What follows belongs to an exercise in optimizing a design on an open flow for a short achievable clock period and few clock cycles per item; a production flow would make more cautious choices. RTL that was checked went through simulation tests only; none was proved equivalent to the original. For run 1, only the layout was checked, not whether the RTL still works.

==> flow/design.v (outline; a module is shown in full before it is edited, if it fits) <==
// module patina_lane: 793 lines
module patina_lane (
    input  wire               clk,
    input  wire               rst,
    input  wire        [17:0] clamp_c,
    input  wire               lin_bypass,
    input  wire signed [31:0] k1,
    input  wire signed [31:0] k2,
    input  wire signed [31:0] k3,
    input  wire               patina_en,
    input  wire signed [11:0] dp,
    input  wire         [2:0] es,
    input  wire         [2:0] eq,
    input  wire        [15:0] out_offset,
    input  wire               in_valid,
    output wire               in_ready,
    input  wire        [13:0] in_code,
    input  wire        [31:0] in_entry,
    output wire               out_valid,
    input  wire               out_ready,
    output wire        [15:0] out_pix,
    output wire               out_hi,
    output wire               out_lo,
    output wire               out_defect
);
  // ...
==> flow/flow/run.sh <==
#!/bin/bash
# Layout flow: the standard ORFS flow (standard.sh) with two changes:
#  - the port buffers are plain sky130_fd_sc_hd__buf_4 cells (every input
#    and output port still gets its buffer; buffer_ports would otherwise pick
#    a clkdlybuf4s50_1 delay cell);
#  - after placement, the flip-flops that drive the output port buffers are
#    upsized to sky130_fd_sc_hd__dfxtp_4 (same cell type, stronger drive)
#    and the placement is legalized again (flow/resize_out.tcl).
# Each step's full output goes to a log file of its own here.
set -euo pipefail
export BUFFER_PORTS_ARGS="-buffer_cell sky130_fd_sc_hd__buf_4"
bash standard.sh place > flow_place.log 2>&1
RES="orfs/results/$FLOW_PLATFORM/patina_lane/base" \
LIB="$FLOW_HOME/platforms/$FLOW_PLATFORM/lib/sky130_fd_sc_hd__tt_025C_1v80.lib" \
  openroad -no_init -exit flow/resize_out.tcl > flow_resize.log 2>&1
bash standard.sh > flow_finish.log 2>&1
==> flow/flow/resize_out.tcl <==
# Upsize the flip-flops that drive the output port buffers to dfxtp_4,
# then legalize the placement. Reads and rewrites 3_place.odb in $RES.
set res $::env(RES)
read_liberty $::env(LIB)
read_db $res/3_place.odb
read_sdc $res/3_place.sdc
source $::env(FLOW_HOME)/platforms/sky130hd/setRC.tcl
set n 0
foreach port [get_ports -filter "direction == output"] {
  set buf [get_cells -of_objects [get_pins -of_objects [get_nets [get_full_name $port]] -filter "direction == output"]]
  foreach ipin [get_pins -of_objects $buf -filter "direction == input"] {
    set drvpin [get_pins -of_objects [get_nets -of_objects $ipin] -filter "direction == output"]
    set ff [get_cells -of_objects $drvpin]
    set ref [get_property $ff ref_name]
    if {[string match "sky130_fd_sc_hd__dfxtp_*" $ref]} {
      replace_cell $ff sky130_fd_sc_hd__dfxtp_4
      incr n
    }
  }
}
puts "upsized $n output flip-flops"
set_placement_padding -global -left 0 -right 0
detailed_placement
check_placement
write_db $res/3_place.odb
==> flow/standard.sh <==
#!/bin/bash
# synth_recipe.tcl (not shown) runs the flow's synth.tcl, then flattens the netlist and writes it again
# the make line also repeats each setting of config.mk as NAME=value (left out here)
make -C /OpenROAD-flow-scripts/flow DESIGN_CONFIG=/design/flow/config.mk WORK_HOME=/design/flow/orfs CLKGATE_MAP_FILE= SYNTH_SCRIPT=/design/flow/synth_recipe.tcl "${@:-finish}"
==> flow/config.mk <==
export PLATFORM = sky130hd
export DESIGN_NAME = patina_lane
export DESIGN_NICKNAME = patina_lane
export VERILOG_FILES = /design/flow/design.v
export SDC_FILE = /design/flow/constraint.sdc
export NUM_CORES = 4
export LEC_CHECK = 0
export CAP_MARGIN = 20
export CORE_MARGIN = 2
export CORE_UTILIZATION = 40
export SLEW_MARGIN = 65
==> flow/constraint.sdc <==
create_clock -name core_clock -period 20.0 [get_ports {clk}]
set_input_delay 4.0000 -clock core_clock [delete_from_list [all_inputs] [get_ports {clk}]]
set_output_delay 4.0000 -clock core_clock [all_outputs]
set_load 0.01 [all_outputs]
==> impl_metrics.ini, run 1 <==
[status]
status = timing/DRC/antenna clean

[setup_path]
crit_path_max_fanout = 59
cp-start-kind = flop
crit_start = xm_r_265[22]$_DFF_P_
r2r.worst_path.cells = 21

[logic_synthesis]
yosys_register_bits = 2643
yosysMostFrequentCell = inv_1
synth_edf_count = 304

[cts]
cts_root_buffer = clkbuf_16
path_clk_slew_ps = 60
cts.path.max_buffers = 4

[min_path]
hold_end = r_9[14]$_DFF_P_

[sta]
skew_ps = 116
timing.hold.ws_ps = 270
final-setup-viol-count = 0

[finish]
n_all_buffers = 453
seq_share = 0.268
drive_above_1_share = 0.0810

[run]
cap_violations = 0

[place]
place_area_mm2 = 0.199

[drt]
wl_per_cell_um = 18.6
drt_iter0_drc = 5498
drc_errors = 0

[die]
die_h_um = 692
==> run 2: changes to the inputs <==
--- a/flow/design.v
+++ b/flow/design.v
@@ -125,22 +125,25 @@
     reg signed [19:0] x_6;
     reg [0:0] hi_6;
     reg [0:0] lo_6;
     reg signed [15:0] ds_6;
     reg signed [2:0] q_6;
     reg [13:0] g_6;
     reg signed [22:0] dl_6;
     reg signed [22:0] dh_6;
+    reg signed [19:0] x_7;
     reg [0:0] hi_7;
     reg [0:0] lo_7;
     reg signed [2:0] q_7;
     reg [13:0] g_7;
     reg signed [22:0] d_7;
-    reg signed [21:0] y_7;
+    reg signed [21:0] p_7;
+    reg [0:0] plo_7;
+    reg [0:0] phi_7;
     reg [45:0] dd_r_339;
     reg [45:0] dd_r_340;
     reg [45:0] dd_r_341;
     reg [45:0] dd_r_342;
     reg [0:0] hi_8;
     reg [0:0] lo_8;
     reg signed [2:0] q_8;
     reg [13:0] g_8;
@@ -450,28 +453,33 @@
     wire [56:0] xm_c_264 = ((xm_s_261 & xm_c_262) | (xm_s_261 & xm_c_260) | (xm_c_262 & xm_c_260)) << 1;
     wire signed [22:0] dlw = -23'sd2097152 + ds_5;
     wire signed [22:0] dhw = 23'sd2097151 + ds_5;
     wire [56:0] xm_s_268 = xm_r_265 ^ xm_r_266 ^ xm_r_267;
     wire [56:0] xm_c_269 = ((xm_r_265 & xm_r_266) | (xm_r_265 & xm_r_267) | (xm_r_266 & xm_r_267)) << 1;
     wire [56:0] xd_v_270 = {{41{ds_6[15]}}, ds_6};
     wire [56:0] xd_s_271 = xm_s_268 ^ xm_c_269 ^ (xd_v_270 << 29);
     wire [56:0] xd_c_272 = ((xm_s_268 & xm_c_269) | (xm_s_268 & (xd_v_270 << 29)) | (xm_c_269 & (xd_v_270 << 29))) << 1;
+    wire [49:0] xfa = xm_s_268[49:0], xfb = xm_c_269[49:0];
+    wire [50:0] xfc = {1'b0, xfa} + {1'b0, xfb};
+    wire [6:0] xt0 = xm_s_268[56:50] + xm_c_269[56:50];
+    wire [6:0] xt1 = xm_s_268[56:50] + xm_c_269[56:50] + 7'd1;
+    wire xr0 = (xt0 == 7'h00) || (xt0 == 7'h7F);
+    wire xr1 = (xt1 == 7'h00) || (xt1 == 7'h7F);
+    wire p_lo = xfc[50] ? (xt1[6] && !xr1) : (xt0[6] && !xr0);
+    wire p_hi = xfc[50] ? (!xt1[6] && !xr1) : (!xt0[6] && !xr0);
     wire [56:0] xm_t_273 = xm_s_268 + xm_c_269;
     wire [56:0] xd_t_274 = xd_s_271 + xd_c_272;
     wire signed [27:0] pw = xm_t_273[56:29];
-    wire p_lo = (pw < -28'sd2097152);
-    wire p_hi = (pw > 28'sd2097151);
     reg signed [22:0] dw;
-    reg signed [21:0] yw;
     always @(*) begin
-        if (c_byp) begin dw = db_4; yw = x_4; end
-        else if (p_lo) begin dw = dl_6; yw = -22'sd2097152; end
-        else if (p_hi) begin dw = dh_6; yw = 22'sd2097151; end
-        else begin dw = xd_t_274[51:29]; yw = pw[21:0]; end
+        if (c_byp) dw = db_4;
+        else if (p_lo) dw = dl_6;
+        else if (p_hi) dw = dh_6;
+        else dw = xd_t_274[51:29];
     end
     wire [45:0] dd_a_275 = {{23{d_7[22]}}, d_7};
     wire [45:0] dd_p_276 = ({46{d_7[0]}} & (dd_a_275 << 0));
     wire [45:0] dd_p_277 = ({46{d_7[1]}} & (dd_a_275 << 1));
     wire [45:0] dd_p_278 = ({46{d_7[2]}} & (dd_a_275 << 2));
     wire [45:0] dd_p_279 = ({46{d_7[3]}} & (dd_a_275 << 3));
     wire [45:0] dd_p_280 = ({46{d_7[4]}} & (dd_a_275 << 4));
     wire [45:0] dd_p_281 = ({46{d_7[5]}} & (dd_a_275 << 5));
@@ -487,17 +495,24 @@
     wire [45:0] dd_p_291 = ({46{d_7[15]}} & (dd_a_275 << 15));
     wire [45:0] dd_p_292 = ({46{d_7[16]}} & (dd_a_275 << 16));
     wire [45:0] dd_p_293 = ({46{d_7[17]}} & (dd_a_275 << 17));
     wire [45:0] dd_p_294 = ({46{d_7[18]}} & (dd_a_275 << 18));
     wire [45:0] dd_p_295 = ({46{d_7[19]}} & (dd_a_275 << 19));
     wire [45:0] dd_p_296 = ({46{d_7[20]}} & (dd_a_275 << 20));
     wire [45:0] dd_p_297 = ({46{d_7[21]}} & (dd_a_275 << 21));
     wire [45:0] dd_p_298 = ~({46{d_7[22]}} & (dd_a_275 << 22));
-    wire signed [20:0] rw = ($signed({y_7[21], y_7}) + 23'sd2) >>> 2;
+    reg signed [21:0] yw;
+    always @(*) begin
+        if (c_byp) yw = x_7;
+        else if (plo_7) yw = -22'sd2097152;
+        else if (phi_7) yw = 22'sd2097151;
+        else yw = p_7;
+    end
+    wire signed [20:0] rw = ($signed({yw[21], yw}) + 23'sd2) >>> 2;
     wire [45:0] dd_s_299 = dd_p_276 ^ dd_p_277 ^ dd_p_278;
     wire [45:0] dd_c_300 = ((dd_p_276 & dd_p_277) | (dd_p_276 & dd_p_278) | (dd_p_277 & dd_p_278)) << 1;
     wire [45:0] dd_s_301 = dd_p_279 ^ dd_p_280 ^ dd_p_281;
     wire [45:0] dd_c_302 = ((dd_p_279 & dd_p_280) | (dd_p_279 & dd_p_281) | (dd_p_280 & dd_p_281)) << 1;
     wire [45:0] dd_s_303 = dd_p_282 ^ dd_p_283 ^ dd_p_284;
     wire [45:0] dd_c_304 = ((dd_p_282 & dd_p_283) | (dd_p_282 & dd_p_284) | (dd_p_283 & dd_p_284)) << 1;
     wire [45:0] dd_s_305 = dd_p_285 ^ dd_p_286 ^ dd_p_287;
     wire [45:0] dd_c_306 = ((dd_p_285 & dd_p_286) | (dd_p_285 & dd_p_287) | (dd_p_286 & dd_p_287)) << 1;
@@ -659,22 +674,25 @@
         x_6 <= x_5;
         hi_6 <= hi_5;
         lo_6 <= lo_5;
         ds_6 <= ds_5;
         q_6 <= q_5;
         g_6 <= g_5;
         dl_6 <= dlw;
         dh_6 <= dhw;
+        x_7 <= c_byp ? x_4 : x_6;
         hi_7 <= c_byp ? hi_4 : hi_6;
         lo_7 <= c_byp ? lo_4 : lo_6;
         q_7 <= c_byp ? q_4 : q_6;
         g_7 <= c_byp ? g_4 : g_6;
         d_7 <= dw;
-        y_7 <= yw;
+        p_7 <= pw[21:0];
+        plo_7 <= p_lo;
+        phi_7 <= p_hi;
         dd_r_339 <= dd_s_335;
         dd_r_340 <= dd_c_336;
         dd_r_341 <= dd_s_337;
         dd_r_342 <= dd_c_338;
         hi_8 <= hi_7;
         lo_8 <= lo_7;
         q_8 <= q_7;
         g_8 <= g_7;
==> run 2 against run 1 <==
  * Still clean
  * Sequential share of layout area increased by 0.19 points
  * Synthesized cell count increased by 1.1%
  * Hold slack improved by 12 ps
  * Cell count increased by 0.75%
  * Register-to-register slack improved by 580 ps
==> impl_metrics.ini, run 2 <==
[logic_synthesis]
ys_warn_count = 1
ys_seq_area_frac = 0.297
synthCells = 17400
yosys_register_bits = 2683
netlist-cell-type-count = 103
syn_area_per_cell_um2 = 11.0
yosys.area.top_type_share = 0.359
yosysMostFrequentCell = inv_1
netlist_top_cells_area = fa_1 (36%), dfxtp_1 (25%), inv_1 (7.2%)
synthArstFlopShare = 0
yosysTopAreaCell = fa_1
synthTopCellsByCount = inv_1 (3655), fa_1 (3425), dfxtp_1 (2379)
synth-main-ff-cell = dfxtp_1
synth_edf_count = 304
syn-num-nets = 22000
synthesis.area_mm2 = 0.191

[die]
io_pins = 221
die_h_um = 695
core.rowCount = 253
coreArea_mm2 = 0.475
initial_utilization = 0.402
dieArea_mm2 = 0.483
chipWidth_um = 695

[finish]
area.sequential_mm2 = 0.0572
fin_util = 0.446
layout_commonest_cell = inv_1
layout.cells.non_filler = 23900
area_growth_pct = 11.0
multi_input_area_mm2 = 0.119
largest_reg_flops = 304
nets = 22100
drive_above_1_share = 0.0845
fill_cells = 44400
mostFrequentLayoutCells = inv_1 (3645), fa_1 (3421), dfxtp_1 (2211)

[place]
post-dp-hpwl_mm = 343
post-place-ws_ps = 13980
place.gp.congestion = 0.836
io_buffers = 220
dp.cells = 23300

[drt]
drt_iter0_drc = 5754
viasPerCell = 4.74
num_vias = 113000
totalWireLength_mm = 441
ant_nets = 0
wl_per_cell_um = 18.4
dr.pass1.iters = 5
drc_errors = 0

[setup_path]
timing.rr.start = xm_r_265[22]$_DFF_P_
slowest_delay_ps = 340
path_cells = buf_4
crit_path_end_kind = primary output
crit_start = oreg[5]$_DFF_P_
cp-start-kind = flop
worstSetupPathType = reg -> out
cp_data_required_time_ps = 16000
cp.depth = 1
critical-path-top-delay-family = flip-flops
endpoint = out_pix[5]
crit_path_max_fanout = 1
r2r.worst_path.cells = 15
worstReg2RegEnd = d_7[11]$_DFF_P_
reg2reg_slack_ps = 14920
crit_slowest_cell = dfxtp_4
path_buf_inv = 1
worstPathArrival_ps = 1490

[run]
cap_violations = 0

[global_routing]
grt_max_degree = 57
antenna_found_initial = 29
grt_pass1_wl_mm = 710
overflow = 0
grt_pass1_vias = 126000
track_usage = 0.188

[cts]
insertion_delay_ps = 990
clock_sinks = 2683
cts_tree = yes
path_clk_slew_ps = 60
post_cts_buffers = 0
htreeDepth = 5
cts.path.max_buffers = 4
cts_resized = 0
holdBufCountCts = 0
cts_buffers = 313
cts_root_buffer = clkbuf_16

[sta]
worst_slew_pin_slew_ps = 696
fin_tns_setup_ps = 0
final-setup-viol-count = 0
drv_slew = 0
fin_crit_ps = 5490
rsz0062_at_grt = false
finalWorstSetupSlack_ps = 14510
skew_ps = 87.1
hold_violations = 0
maxSlewHeadroom = 0.532
fmax_mhz = 182
timing.final.crit_share = 0.275

[status]
status = timing/DRC/antenna clean

[min_path]
worstHoldPathType = reg -> reg
-- run 2: cell types whose count changed in the layout (fill, tap and decap cells not counted), sizes merged, moves of 22 or more --
cell | before | now
nor2 | 301 | 362
nand2 | 1320 | 1361
dfxtp | 2339 | 2379
buf | 453 | 419
o211ai | 11 | 45
nor3 | 68 | 94
a22o | 23 | 1
o21ai | 226 | 204
-- run 2: how the worst min path moves through the flow --
| stage | slack [ps] | startpoint | cells after the start | to |
|---|---|---|---|---|
| after floorplan | 310 | d_8[10]$_DFF_P_ | 0 | d_9[10]$_DFF_P_ |
| after global placement | 310 | hi_9$_DFF_P_ | 0 | hi_10$_DFF_P_ |
| after detailed placement | 310 | g_9[11]$_DFF_P_ | 0 | g_10[11]$_DFF_P_ |
| after CTS | 300 | r_10[14]$_DFF_P_ | 0 | r_11[14]$_DFF_P_ |
| after global routing | 300 | r_10[14]$_DFF_P_ | 0 | r_11[14]$_DFF_P_ |
| final | 280 | r_10[14]$_DFF_P_ | 0 | r_11[14]$_DFF_P_ |
-- run 2: final cells by class --
cell class	count	area share
clock buffers	438	0.0430
repair buffers	420	0.0171
clock inverters	135	0.00772
multi-input cells	10300	0.560
flip-flops and latches	2683	0.270
well taps	6247	0.0369
inverters	3660	0.0649
diodes	17	0.000201
-- run 2: cells by family (layout without fill, tap and decap cells) --
| group | count (synthesis) | count (layout) | share of synthesized area |
|---|---|---|---|
| other cells | 0 | 17 | 0 |
| simple gates | 4198 | 4198 | 0.115 |
| flops | 2683 | 2683 | 0.297 |
| mux | 284 | 284 | 0.0220 |
| fa+ha+maj | 4451 | 4451 | 0.427 |
| buf+inv | 4336 | 4653 | 0.0860 |
| compound gates | 1022 | 1022 | 0.0353 |
| xor+xnor | 387 | 387 | 0.0178 |
-- run 2: per-stage QoR --
| stage | hold WS [ps] | area (um^2) |
|---|---|---|
| 5_1_grt | 301 | 212000 |
| 3_5_place_dp | 312 | 201000 |
| 4_1_cts | 296 | 211000 |
| 3_3_place_gp | 310 | 199000 |
| 6_report | 282 | 212000 |
| 2_1_floorplan | 310 | 191000 |
-- run 2: metal layers --
metal	GRT usage	up-vias	share of wire
li1	-	52100	-
met1	0.250	58300	0.44
met2	0.323	2351	0.48
met3	0.0255	682	0.053
met4	0.0469	6	0.026
met5	0	-	0.000088
Testbench counts of run 2, summed over its fixed seeds: cycles 39,674, items 35,275.
==> run 3: changes to the inputs <==
--- a/flow/config.mk
+++ b/flow/config.mk
@@ -7,5 +7,6 @@
 export LEC_CHECK = 0
 export CAP_MARGIN = 20
 export CORE_MARGIN = 2
-export CORE_UTILIZATION = 40
+export CORE_UTILIZATION = 60
+export PLACE_DENSITY = 0.72
 export SLEW_MARGIN = 65
==> run 3 against run 2 <==
  * Via count up 2.1%
  * Die area fell by 33%
  * Sequential cell count unchanged
  * Hold slack better by 7.8 ps
==> impl_metrics.ini, run 3 <==
[setup_path]
path_buf_inv = 1
path_cells = buf_4
worstPathArrival_ps = 1430
cp-start-kind = flop
worstSetupPathType = reg -> out
critical-path-top-delay-family = flip-flops
cp_data_required_time_ps = 16000
crit_path_end_kind = primary output
crit_path_max_fanout = 1
crit_slowest_cell = dfxtp_4
slowest_delay_ps = 350

[sta]
maxSlewHeadroom = 0.624
fin_tns_setup_ps = 0
fin_crit_ps = 5430
worst_slew_pin_slew_ps = 561
skew_ps = 68.6
timing.final.crit_share = 0.271
drv_slew = 0
rsz0062_at_grt = false
fmax_mhz = 184
finalWorstSetupSlack_ps = 14570
timing.hold.ws_ps = 290
final-setup-viol-count = 0
hold_violations = 0

[cts]
cts_root_buffer = clkbuf_16
holdBufCountCts = 0
cts_resized = 0
cts_tree = yes
path_clk_slew_ps = 60
clock_sinks = 2683
post_cts_buffers = 0
cts_buffers = 298
cts.path.max_buffers = 4
insertion_delay_ps = 930
htreeDepth = 5

[logic_synthesis]
yosysTopAreaCell = fa_1
synthArstFlopShare = 0
synthTopCellsByCount = inv_1 (3655), fa_1 (3425), dfxtp_1 (2379)
netlist-cell-type-count = 103
synthesis.area_mm2 = 0.191
ys_seq_area_frac = 0.297
synthCells = 17400
synth-main-ff-cell = dfxtp_1
syn-num-nets = 22000
yosys.area.top_type_share = 0.359
yosysMostFrequentCell = inv_1
yosys_register_bits = 2683
synth_edf_count = 304
netlist_top_cells_area = fa_1 (36%), dfxtp_1 (25%), inv_1 (7.2%)
syn_area_per_cell_um2 = 11.0
ys_warn_count = 1

[global_routing]
track_usage = 0.279
overflow = 0
antenna_found_initial = 23
grt_pass1_vias = 128000
grt_pass1_wl_mm = 699
grt_max_degree = 56

[die]
chipWidth_um = 568
initial_utilization = 0.601
core.rowCount = 207
die_h_um = 568
coreArea_mm2 = 0.317
io_pins = 221
dieArea_mm2 = 0.323

[drt]
totalWireLength_mm = 436
drt_iter0_drc = 6611
ant_nets = 0
drc_errors = 0
wl_per_cell_um = 20.0
num_vias = 116000
dr.pass1.iters = 5
viasPerCell = 5.30

[finish]
layout_commonest_cell = inv_1
nets = 22100
fill_cells = 23700
largest_reg_flops = 304
drive_above_1_share = 0.0838
mostFrequentLayoutCells = inv_1 (3645), fa_1 (3421), dfxtp_1 (2214)
layout.cells.non_filler = 21800
design_area_mm2 = 0.209
area_growth_pct = 9.56
area.sequential_mm2 = 0.0572
multi_input_area_mm2 = 0.119

[run]
cap_violations = 0

[place]
io_buffers = 220
post-dp-hpwl_mm = 335
place.gp.congestion = 0.911
place_area_mm2 = 0.198
dp.cells = 21300
post-place-ws_ps = 14150

[status]
status = timing/DRC/antenna clean

[min_path]
worstHoldPathType = reg -> reg
[run 3: cell counts after synthesis]
Identical to the previous run, type by type.
[run 3: cell type report]
cell class	count	area share
Multi-Input combinational cell	10300	0.568
Sequential cell	2683	0.274
Inverter	3660	0.0657
Clock buffer	407	0.0413
Tap cell	4180	0.0250
Timing Repair Buffer	432	0.0184
Clock inverter	136	0.00780
Antenna cell	9	0.000108
[run 3: routing by layer]
layer / vias up / part of all wire / routed length (um) / GRT usage
li1: 52000 / - / - / -
met1: 59400 / 0.40 / 174000 / 0.354
met2: 3407 / 0.50 / 216000 / 0.482
met3: 898 / 0.060 / 26300 / 0.0405
met4: 12 / 0.044 / 19100 / 0.114
met5: - / 0.00022 / 97 / 0
[run 3: cells by family after synthesis]
| group | after synthesis | synth area share |
|---|---|---|
| AO/OA/AOI/OAI | 1022 | 0.0353 |
| XOR/XNOR | 387 | 0.0178 |
| adder cells (fa/ha/maj) | 4451 | 0.427 |
| buffers and inverters | 4336 | 0.0860 |
| flip-flops | 2683 | 0.297 |
| multiplexers | 284 | 0.0220 |
| AND/OR/NAND/NOR | 4198 | 0.115 |
[run 3: metrics by stage]
step / utilization
4_1_cts: 0.657
6_report: 0.659
2_1_floorplan: -
3_3_place_gp: 0.619
3_5_place_dp: 0.625
5_1_grt: 0.659
[run 3: path summary, 6_finish.rpt]
path | from | to | slack [ps] | cells after the start
hold / removal | lo_7$_DFF_P_ | lo_8$_DFF_P_ | 290 | 0
hold reg to reg | lo_7$_DFF_P_ | lo_8$_DFF_P_ | 290 | 0
setup reg to reg | xm_r_265[22]$_DFF_P_ | d_7[11]$_DFF_P_ | 14960 | 15
setup / recovery | oreg[5]$_DFF_P_ | out_pix[5] | 14570 | 1
==> run 4: changes to the inputs <==
--- a/flow/flow/run.sh
+++ b/flow/flow/run.sh
@@ -3,9 +3,10 @@
 #  - the port buffers are plain sky130_fd_sc_hd__buf_4 cells (every input
 #    and output port still gets its buffer; buffer_ports would otherwise pick
 #    a clkdlybuf4s50_1 delay cell);
-#  - after placement, the flip-flops that drive the output port buffers are
-#    upsized to sky130_fd_sc_hd__dfxtp_4 (same cell type, stronger drive)
-#    and the placement is legalized again (flow/resize_out.tcl).
+#  - after placement, the output port buffers are resized to buf_6 and the
+#    flip-flops that drive them to sky130_fd_sc_hd__dfxtp_2 (same cell
+#    types, other drive strengths), and the placement is legalized again
+#    (flow/resize_out.tcl).
 # Each step's full output goes to a log file of its own here.
 set -euo pipefail
 export BUFFER_PORTS_ARGS="-buffer_cell sky130_fd_sc_hd__buf_4"
==> flow/flow/resize_out.tcl (replaced) <==
# Resize the output port buffers to buf_6 and the flip-flops that drive
# them to dfxtp_2 (same cell types, other drive strengths), then legalize
# the placement. Reads and rewrites 3_place.odb in $RES.
set res $::env(RES)
read_liberty $::env(LIB)
read_db $res/3_place.odb
read_sdc $res/3_place.sdc
source $::env(FLOW_HOME)/platforms/sky130hd/setRC.tcl
set n 0
foreach port [get_ports -filter "direction == output"] {
  set buf [get_cells -of_objects [get_pins -of_objects [get_nets [get_full_name $port]] -filter "direction == output"]]
  if {[get_property $buf ref_name] == "sky130_fd_sc_hd__buf_4"} {
    replace_cell $buf sky130_fd_sc_hd__buf_6
  }
  foreach ipin [get_pins -of_objects $buf -filter "direction == input"] {
    set drvpin [get_pins -of_objects [get_nets -of_objects $ipin] -filter "direction == output"]
    set ff [get_cells -of_objects $drvpin]
    set ref [get_property $ff ref_name]
    if {[string match "sky130_fd_sc_hd__dfxtp_*" $ref]} {
      replace_cell $ff sky130_fd_sc_hd__dfxtp_2
      incr n
    }
  }
}
puts "resized $n output flip-flops"
set_placement_padding -global -left 0 -right 0
detailed_placement
check_placement
write_db $res/3_place.odb
--- a/flow/config.mk
+++ b/flow/config.mk
@@ -8,5 +8,6 @@
 export CAP_MARGIN = 20
 export CORE_MARGIN = 2
 export CORE_UTILIZATION = 60
+export GPL_TIMING_DRIVEN = 1
 export PLACE_DENSITY = 0.72
 export SLEW_MARGIN = 65
==> run 4 against run 3 <==
  * First-iteration DRC count grew 0.89%
  * Sequential cell count is the same
  * Global-route usage barely moved
  * Cell count barely moved
  * Count of clock-buffer cells in the layout unchanged
  * Register-to-register slack hardly changed
  * Non-clock buffer count did not move
  * Critical path depth stayed put
  * Still clean
  * Clock skew is 0.75 ps higher
  * Die area is the same
==> impl_metrics.ini, run 4 <==
[logic_synthesis]
netlist_top_cells_area = fa_1 (36%), dfxtp_1 (25%), inv_1 (7.2%)
yosys.area.top_type_share = 0.359
yosys_register_bits = 2683
ys_seq_area_frac = 0.297
synthCells = 17400
synthesis.area_mm2 = 0.191
yosysTopAreaCell = fa_1
synthTopCellsByCount = inv_1 (3655), fa_1 (3425), dfxtp_1 (2379)
yosysMostFrequentCell = inv_1
synthArstFlopShare = 0
netlist-cell-type-count = 103
synth_edf_count = 304
syn-num-nets = 22000
synth-main-ff-cell = dfxtp_1
ys_warn_count = 1
syn_area_per_cell_um2 = 11.0

[sta]
hold_violations = 0
finalWorstSetupSlack_ps = 14600
timing.hold.ws_ps = 285
maxSlewHeadroom = 0.635
fmax_mhz = 185
final-setup-viol-count = 0
fin_tns_setup_ps = 0
worst_slew_pin_slew_ps = 547
drv_slew = 0
rsz0062_at_grt = false
skew_ps = 69.4
fin_crit_ps = 5400
timing.final.crit_share = 0.270

[setup_path]
crit_path_end_kind = primary output
cp-start-kind = flop
crit_path_max_fanout = 1
critical-path-top-delay-family = flip-flops
cp_data_required_time_ps = 16000
path_cells = buf_6
crit_slowest_cell = dfxtp_2
worstSetupPathType = reg -> out
slowest_delay_ps = 350
path_buf_inv = 1
worstPathArrival_ps = 1400

[status]
status = timing/DRC/antenna clean

[finish]
area_growth_pct = 9.58
mostFrequentLayoutCells = inv_1 (3645), fa_1 (3421), dfxtp_1 (2214)
largest_reg_flops = 304
multi_input_area_mm2 = 0.119
area.sequential_mm2 = 0.0571
drive_above_1_share = 0.0839
layout_commonest_cell = inv_1
nets = 22100
layout.cells.non_filler = 21800
fill_cells = 23700
design_area_mm2 = 0.209
fin_util = 0.659

[cts]
holdBufCountCts = 0
path_clk_slew_ps = 60
cts_resized = 0
cts_tree = yes
insertion_delay_ps = 940
htreeDepth = 5
cts_buffers = 298
clock_sinks = 2683
cts_root_buffer = clkbuf_16
cts.path.max_buffers = 4
post_cts_buffers = 0

[global_routing]
grt_pass1_vias = 128000
overflow = 0
grt_max_degree = 56
antenna_found_initial = 23
track_usage = 0.279
grt_pass1_wl_mm = 699

[place]
post-dp-hpwl_mm = 335
io_buffers = 220
dp.cells = 21300
place.gp.congestion = 0.911
post-place-ws_ps = 14150
place_area_mm2 = 0.198

[run]
cap_violations = 0

[die]
coreArea_mm2 = 0.317
dieArea_mm2 = 0.323
io_pins = 221
chipWidth_um = 568
die_h_um = 568
core.rowCount = 207
initial_utilization = 0.601

[drt]
dr.pass1.iters = 6
ant_nets = 0
viasPerCell = 5.30
wl_per_cell_um = 20.0
drt_iter0_drc = 6670
num_vias = 116000
drc_errors = 0
totalWireLength_mm = 436

[min_path]
worstHoldPathType = reg -> reg
[run 4: cell type report]
class | instances | area share
flip-flops and latches | 2683 | 0.273
clock buffers | 407 | 0.0413
clock inverters | 136 | 0.00780
repair buffers | 432 | 0.0188
inverters | 3660 | 0.0657
multi-input cells | 10300 | 0.568
well taps | 4180 | 0.0250
diodes | 8 | 0.0000958
[run 4: kinds of logic (layout without fill, tap and decap cells)]
kind of cell,after synthesis,after routing,share of synthesized area
AO/OA/AOI/OAI,1022,1022,0.0353
XOR/XNOR,387,387,0.0178
adder cells (fa/ha/maj),4451,4451,0.427
buffers and inverters,4336,4635,0.0860
flip-flops,2683,2683,0.297
multiplexers,284,284,0.0220
other,0,8,0
AND/OR/NAND/NOR,4198,4198,0.115
[run 4: worst paths after layout]
check	slack (ps)	cells past startpoint	endpoint	from
max	14600	1	out_pix[5]	oreg[5]$_DFF_P_
min reg2reg	290	0	lo_8$_DFF_P_	lo_7$_DFF_P_
max reg2reg	14970	15	d_7[11]$_DFF_P_	xm_r_265[22]$_DFF_P_
min	290	0	lo_8$_DFF_P_	lo_7$_DFF_P_
[run 4: metal layers]
layer  up-vias  GRT usage  share of wire
li1      52000          -              -
met1     59400      0.354           0.40
met2      3401      0.482           0.49
met3       907     0.0406          0.061
met4        12      0.115          0.044
met5         -          0        0.00024
[run 4: worst register-to-register path, cell delays in order (launching register included)]
cell and delay (ps):
dfxtp_1 310, fa_1 520, ha_1 260, fa_1 430
a31o_1 240, or3_1 400, o2111a_1 300, a211oi_4 400
a21oi_2 200, o31ai_4 360, a21oi_1 170, a311oi_4 270
buf_4 420, mux2_2 410, mux2i_1 120, o21ai_0 90
==> run 5: changes to the inputs <==
--- a/flow/config.mk
+++ b/flow/config.mk
@@ -8,6 +8,5 @@
 export CAP_MARGIN = 20
 export CORE_MARGIN = 2
 export CORE_UTILIZATION = 60
-export GPL_TIMING_DRIVEN = 1
 export PLACE_DENSITY = 0.72
 export SLEW_MARGIN = 65
==> run 5 against run 4 <==
  * Sequential share of layout area did not move
  * Clock skew did not move
  * Area after synthesis did not move
  * Cell area did not move
==> impl_metrics.ini, run 5 <==
[status]
status = timing/DRC/antenna clean

[finish]
nets = 22100
drive_above_1_share = 0.0839
fill_cells = 23700
layout_commonest_cell = inv_1
area_growth_pct = 9.58
mostFrequentLayoutCells = inv_1 (3645), fa_1 (3421), dfxtp_1 (2214)
largest_reg_flops = 304

[setup_path]
worstSetupPathType = reg -> out
path_cells = buf_6
worstPathArrival_ps = 1400
slowest_delay_ps = 350
crit_path_end_kind = primary output
cp_data_required_time_ps = 16000
path_buf_inv = 1
crit_path_max_fanout = 1
critical-path-top-delay-family = flip-flops
cp-start-kind = flop
crit_slowest_cell = dfxtp_2

[die]
core.rowCount = 207
initial_utilization = 0.601
coreArea_mm2 = 0.317
dieArea_mm2 = 0.323
die_h_um = 568
chipWidth_um = 568
io_pins = 221

[global_routing]
antenna_found_initial = 23
track_usage = 0.279
grt_pass1_wl_mm = 699
grt_max_degree = 56
overflow = 0
grt_pass1_vias = 128000

[logic_synthesis]
syn-num-nets = 22000
synthTopCellsByCount = inv_1 (3655), fa_1 (3425), dfxtp_1 (2379)
ys_seq_area_frac = 0.297
ys_warn_count = 1
yosys_register_bits = 2683
netlist-cell-type-count = 103
yosysMostFrequentCell = inv_1
synthCells = 17400
synth-main-ff-cell = dfxtp_1
netlist_top_cells_area = fa_1 (36%), dfxtp_1 (25%), inv_1 (7.2%)
yosysTopAreaCell = fa_1
yosys.area.top_type_share = 0.359
synthesis.area_mm2 = 0.191
synthArstFlopShare = 0
syn_area_per_cell_um2 = 11.0
synth_edf_count = 304

[cts]
cts_buffers = 298
cts_resized = 0
cts_root_buffer = clkbuf_16
path_clk_slew_ps = 60
cts_tree = yes
htreeDepth = 5
clock_sinks = 2683
post_cts_buffers = 0
cts.path.max_buffers = 4
insertion_delay_ps = 940
holdBufCountCts = 0

[place]
place.gp.congestion = 0.911
post-dp-hpwl_mm = 335
io_buffers = 220

[sta]
drv_slew = 0
maxSlewHeadroom = 0.635
worst_slew_pin_slew_ps = 547
timing.final.crit_share = 0.270
fin_tns_setup_ps = 0
skew_ps = 69.4
fin_crit_ps = 5400
final-setup-viol-count = 0
hold_violations = 0
fmax_mhz = 185
rsz0062_at_grt = false

[drt]
drc_errors = 0
ant_nets = 0
num_vias = 116000
dr.pass1.iters = 6
wl_per_cell_um = 20.0
totalWireLength_mm = 436
viasPerCell = 5.30
drt_iter0_drc = 6670

[run]
cap_violations = 0

[min_path]
worstHoldPathType = reg -> reg
-- run 5: cell counts in the layout (fill, tap and decap cells not counted) --
Identical to the previous run, type by type.
-- run 5: path summary, 6_finish.rpt --
check                       startpoint         endpoint  slack (ps)  depth (start not counted)
setup / recovery       oreg[5]$_DFF_P_       out_pix[5]       14600                          1
hold / removal            lo_7$_DFF_P_     lo_8$_DFF_P_         290                          0
setup reg to reg  xm_r_265[22]$_DFF_P_  d_7[11]$_DFF_P_       14970                         15
hold reg to reg           lo_7$_DFF_P_     lo_8$_DFF_P_         290                          0
-- run 5: layout make-up --
class / instances / area [um^2] / area share
tap: 4180 / 5230 / 0.0250
multi-input combinational: 10300 / 119000 / 0.568
sequential: 2683 / 57100 / 0.273
clock inverter: 136 / 1630 / 0.00780
timing repair buffer: 432 / 3930 / 0.0188
clock buffer: 407 / 8640 / 0.0413
antenna: 8 / 20.0 / 0.0000958
inverter: 3660 / 13700 / 0.0657
-- run 5: cells by family (layout without fill, tap and decap cells) --
logic type / Yosys count / after routing / share of synthesized area
compound gates: 1022 / 1022 / 0.0353
fa+ha+maj: 4451 / 4451 / 0.427
other cells: 0 / 8 / 0
mux: 284 / 284 / 0.0220
flops: 2683 / 2683 / 0.297
xor+xnor: 387 / 387 / 0.0178
simple gates: 4198 / 4198 / 0.115
buf+inv: 4336 / 4635 / 0.0860
-- run 5: per-stage QoR --
step / instance area, um^2 / setup WS [ps] / hold WS (ps) / utilization / std cells
after floorplan: 191000 / 14400 / 310 / - / 17400
after global placement: 196000 / 14190 / 310 / 0.619 / 21200
after detailed placement: 198000 / 14150 / 312 / 0.625 / 21300
after CTS: 209000 / 14530 / 289 / 0.658 / 21800
after global routing: 209000 / 14560 / 285 / 0.659 / 21800
final: 209000 / 14600 / 285 / 0.659 / 21800
-- run 5: routing by layer --
| layer | part of all wire | vias to the layer above | track usage |
|---|---|---|---|
| met5 | 0.00024 | - | 0 |
| li1 | - | 52000 | - |
| met2 | 0.49 | 3401 | 0.482 |
| met1 | 0.40 | 59400 | 0.354 |
| met4 | 0.044 | 12 | 0.115 |
| met3 | 0.061 | 907 | 0.0406 |
==> run 6: changes to the inputs <==
--- a/flow/config.mk
+++ b/flow/config.mk
@@ -7,6 +7,6 @@
 export LEC_CHECK = 0
 export CAP_MARGIN = 20
 export CORE_MARGIN = 2
-export CORE_UTILIZATION = 60
-export PLACE_DENSITY = 0.72
+export CORE_UTILIZATION = 70
+export PLACE_DENSITY = 0.8
 export SLEW_MARGIN = 65
==> run 6 against run 5 <==
  * Clock skew decreased by 8.5 ps
  * Via count increased by 2.2%
  * Critical path depth unchanged
  * Wire length increased by 2.6%
  * Hold slack improved by 22 ps
  * Maximum frequency decreased by 0.68%
  * Synthesized cell count unchanged
  * Sequential share of layout area increased by 0.15 points
==> impl_metrics.ini, run 6 <==
[cts]
htreeDepth = 5
clock_sinks = 2683
path_clk_slew_ps = 60
cts_root_buffer = clkbuf_16
cts_resized = 0
cts_buffers = 289
cts_tree = yes
post_cts_buffers = 0
cts.path.max_buffers = 4
holdBufCountCts = 0
insertion_delay_ps = 940

[sta]
fin_crit_ps = 5430
skew_ps = 60.9
drv_slew = 0
maxSlewHeadroom = 0.594
worst_slew_pin_slew_ps = 609
timing.final.crit_share = 0.272
final-setup-viol-count = 0
fin_tns_setup_ps = 0
rsz0062_at_grt = false
finalWorstSetupSlack_ps = 14570
fmax_mhz = 184
hold_violations = 0
timing.hold.ws_ps = 307

[logic_synthesis]
ys_seq_area_frac = 0.297
syn-num-nets = 22000
syn_area_per_cell_um2 = 11.0
synthArstFlopShare = 0
synthCells = 17400
yosysTopAreaCell = fa_1
yosysMostFrequentCell = inv_1
yosys.area.top_type_share = 0.359
netlist_top_cells_area = fa_1 (36%), dfxtp_1 (25%), inv_1 (7.2%)
netlist-cell-type-count = 103
synthesis.area_mm2 = 0.191
ys_warn_count = 1
synthTopCellsByCount = inv_1 (3655), fa_1 (3425), dfxtp_1 (2379)
yosys_register_bits = 2683
synth-main-ff-cell = dfxtp_1
synth_edf_count = 304

[setup_path]
slowest_delay_ps = 390
path_buf_inv = 1
worstSetupPathType = reg -> out
crit_slowest_cell = dfxtp_2
crit_path_max_fanout = 1
path_cells = buf_6
crit_path_end_kind = primary output
cp_data_required_time_ps = 16000
worstPathArrival_ps = 1430
critical-path-top-delay-family = flip-flops
reg2reg_slack_ps = 14940
cp-start-kind = flop

[place]
post-dp-hpwl_mm = 336
post-place-ws_ps = 14130
io_buffers = 220
place.gp.congestion = 0.940
place_area_mm2 = 0.197
dp.cells = 20700

[finish]
fin_util = 0.767
layout_commonest_cell = inv_1
fill_cells = 16900
largest_reg_flops = 304
area_growth_pct = 8.99
layout.cells.non_filler = 21200
multi_input_area_mm2 = 0.119
drive_above_1_share = 0.0833
nets = 22000
mostFrequentLayoutCells = inv_1 (3647), fa_1 (3420), dfxtp_1 (2199)
design_area_mm2 = 0.208
area.sequential_mm2 = 0.0571

[status]
status = timing/DRC/antenna clean

[die]
chipWidth_um = 526
dieArea_mm2 = 0.277
coreArea_mm2 = 0.271
die_h_um = 526
io_pins = 221
initial_utilization = 0.704
core.rowCount = 191

[global_routing]
grt_pass1_wl_mm = 717
antenna_found_initial = 24
grt_pass1_vias = 133000
overflow = 0
grt_max_degree = 58
track_usage = 0.335

[drt]
totalWireLength_mm = 447
wl_per_cell_um = 21.1
dr.pass1.iters = 5
num_vias = 118000
drc_errors = 0
drt_iter0_drc = 7665
viasPerCell = 5.58
ant_nets = 0

[run]
cap_violations = 0

[min_path]
worstHoldPathType = reg -> reg
==> run 6: cells by family (layout without fill, tap and decap cells) <==
group,after synthesis,count (layout),share of synthesized area
other,0,10,0
buffers and inverters,4336,4590,0.0860
AO/OA/AOI/OAI,1022,1022,0.0353
AND/OR/NAND/NOR,4198,4198,0.115
flip-flops,2683,2683,0.297
XOR/XNOR,387,387,0.0178
adder cells (fa/ha/maj),4451,4451,0.427
multiplexers,284,284,0.0220
==> run 6: layout make-up <==
cell class / count / share of cell area
Clock inverter: 136 / 0.00836
Tap cell: 3570 / 0.0215
Timing Repair Buffer: 407 / 0.0174
Clock buffer: 387 / 0.0393
Antenna cell: 10 / 0.000120
Inverter: 3660 / 0.0661
Multi-Input combinational cell: 10300 / 0.573
Sequential cell: 2683 / 0.275
==> run 6: per-layer routing <==
metal,share of wire,up-vias,global-route usage
li1,-,51900,-
met3,0.079,1300,0.0646
met4,0.059,14,0.173
met5,0.00022,-,0
met2,0.49,4595,0.566
met1,0.37,60400,0.411
==> run 6: worst register-to-register path, cell delays in order (launching register included) <==
cell and delay (ps):
dfxtp_1 330, fa_1 520, fa_1 500, inv_1 40, ha_1 270, inv_1 40
ha_1 380, a21o_1 220, a21o_1 170, a21oi_1 180, o21ai_0 100, a41o_1 250
a41oi_1 480, a31oi_1 280, a41o_1 360, nor3_1 240, o21bai_1 120, a21oi_1 180
xnor2_1 230
==> run 6: worst paths after layout <==
kind                                         to  cells past startpoint                 start
worst min register to register   q_9[0]$_DFF_P_                      0        q_8[0]$_DFF_P_
worst max-delay path                 out_defect                      1      oreg[18]$_DFF_P_
worst max register to register  w_3[17]$_DFF_P_                     18  sq_r_117[18]$_DFF_P_
worst min-delay path             q_9[0]$_DFF_P_                      0        q_8[0]$_DFF_P_

[afterwards: timing with drivers on the ports]
No port has a modelled driver above. Below, the same layouts with a new extraction and two added sets of constraints. Step 1 assumes that a clkbuf_16 drives the clock port and a buf_2 every other input. Step 2 times the ports against the registers' clock, not the clock port: input delays grow and output delays shrink by t, the midpoint of the rising clock arrivals with the driver on. Slacks: no drivers / after step 1 / after step 2; pairs: no drivers / after step 1.
run | t, ns | slack for setup (ns) | worst slew at a driven data input, ns
run 1 | 1.028 | 14.344 / 14.344 / 14.328 | 0.14
run 2 | 1.060 | 14.510 / 14.397 / 13.917 | 0.45
run 3 | 1.003 | 14.571 / 14.467 / 14.175 | 0.05
run 4 | 1.000 | 14.602 / 14.498 / 14.210 | 0.05
run 5 | 1.000 | 14.602 / 14.498 / 14.210 | 0.05
run 6 | 1.006 | 14.566 / 14.462 / 14.192 | 0.11
After both steps every run listed still meets setup and hold. The setup slack of run 2, which loses most, moves by -0.113 ns with the drivers and by -0.593 ns with both steps.
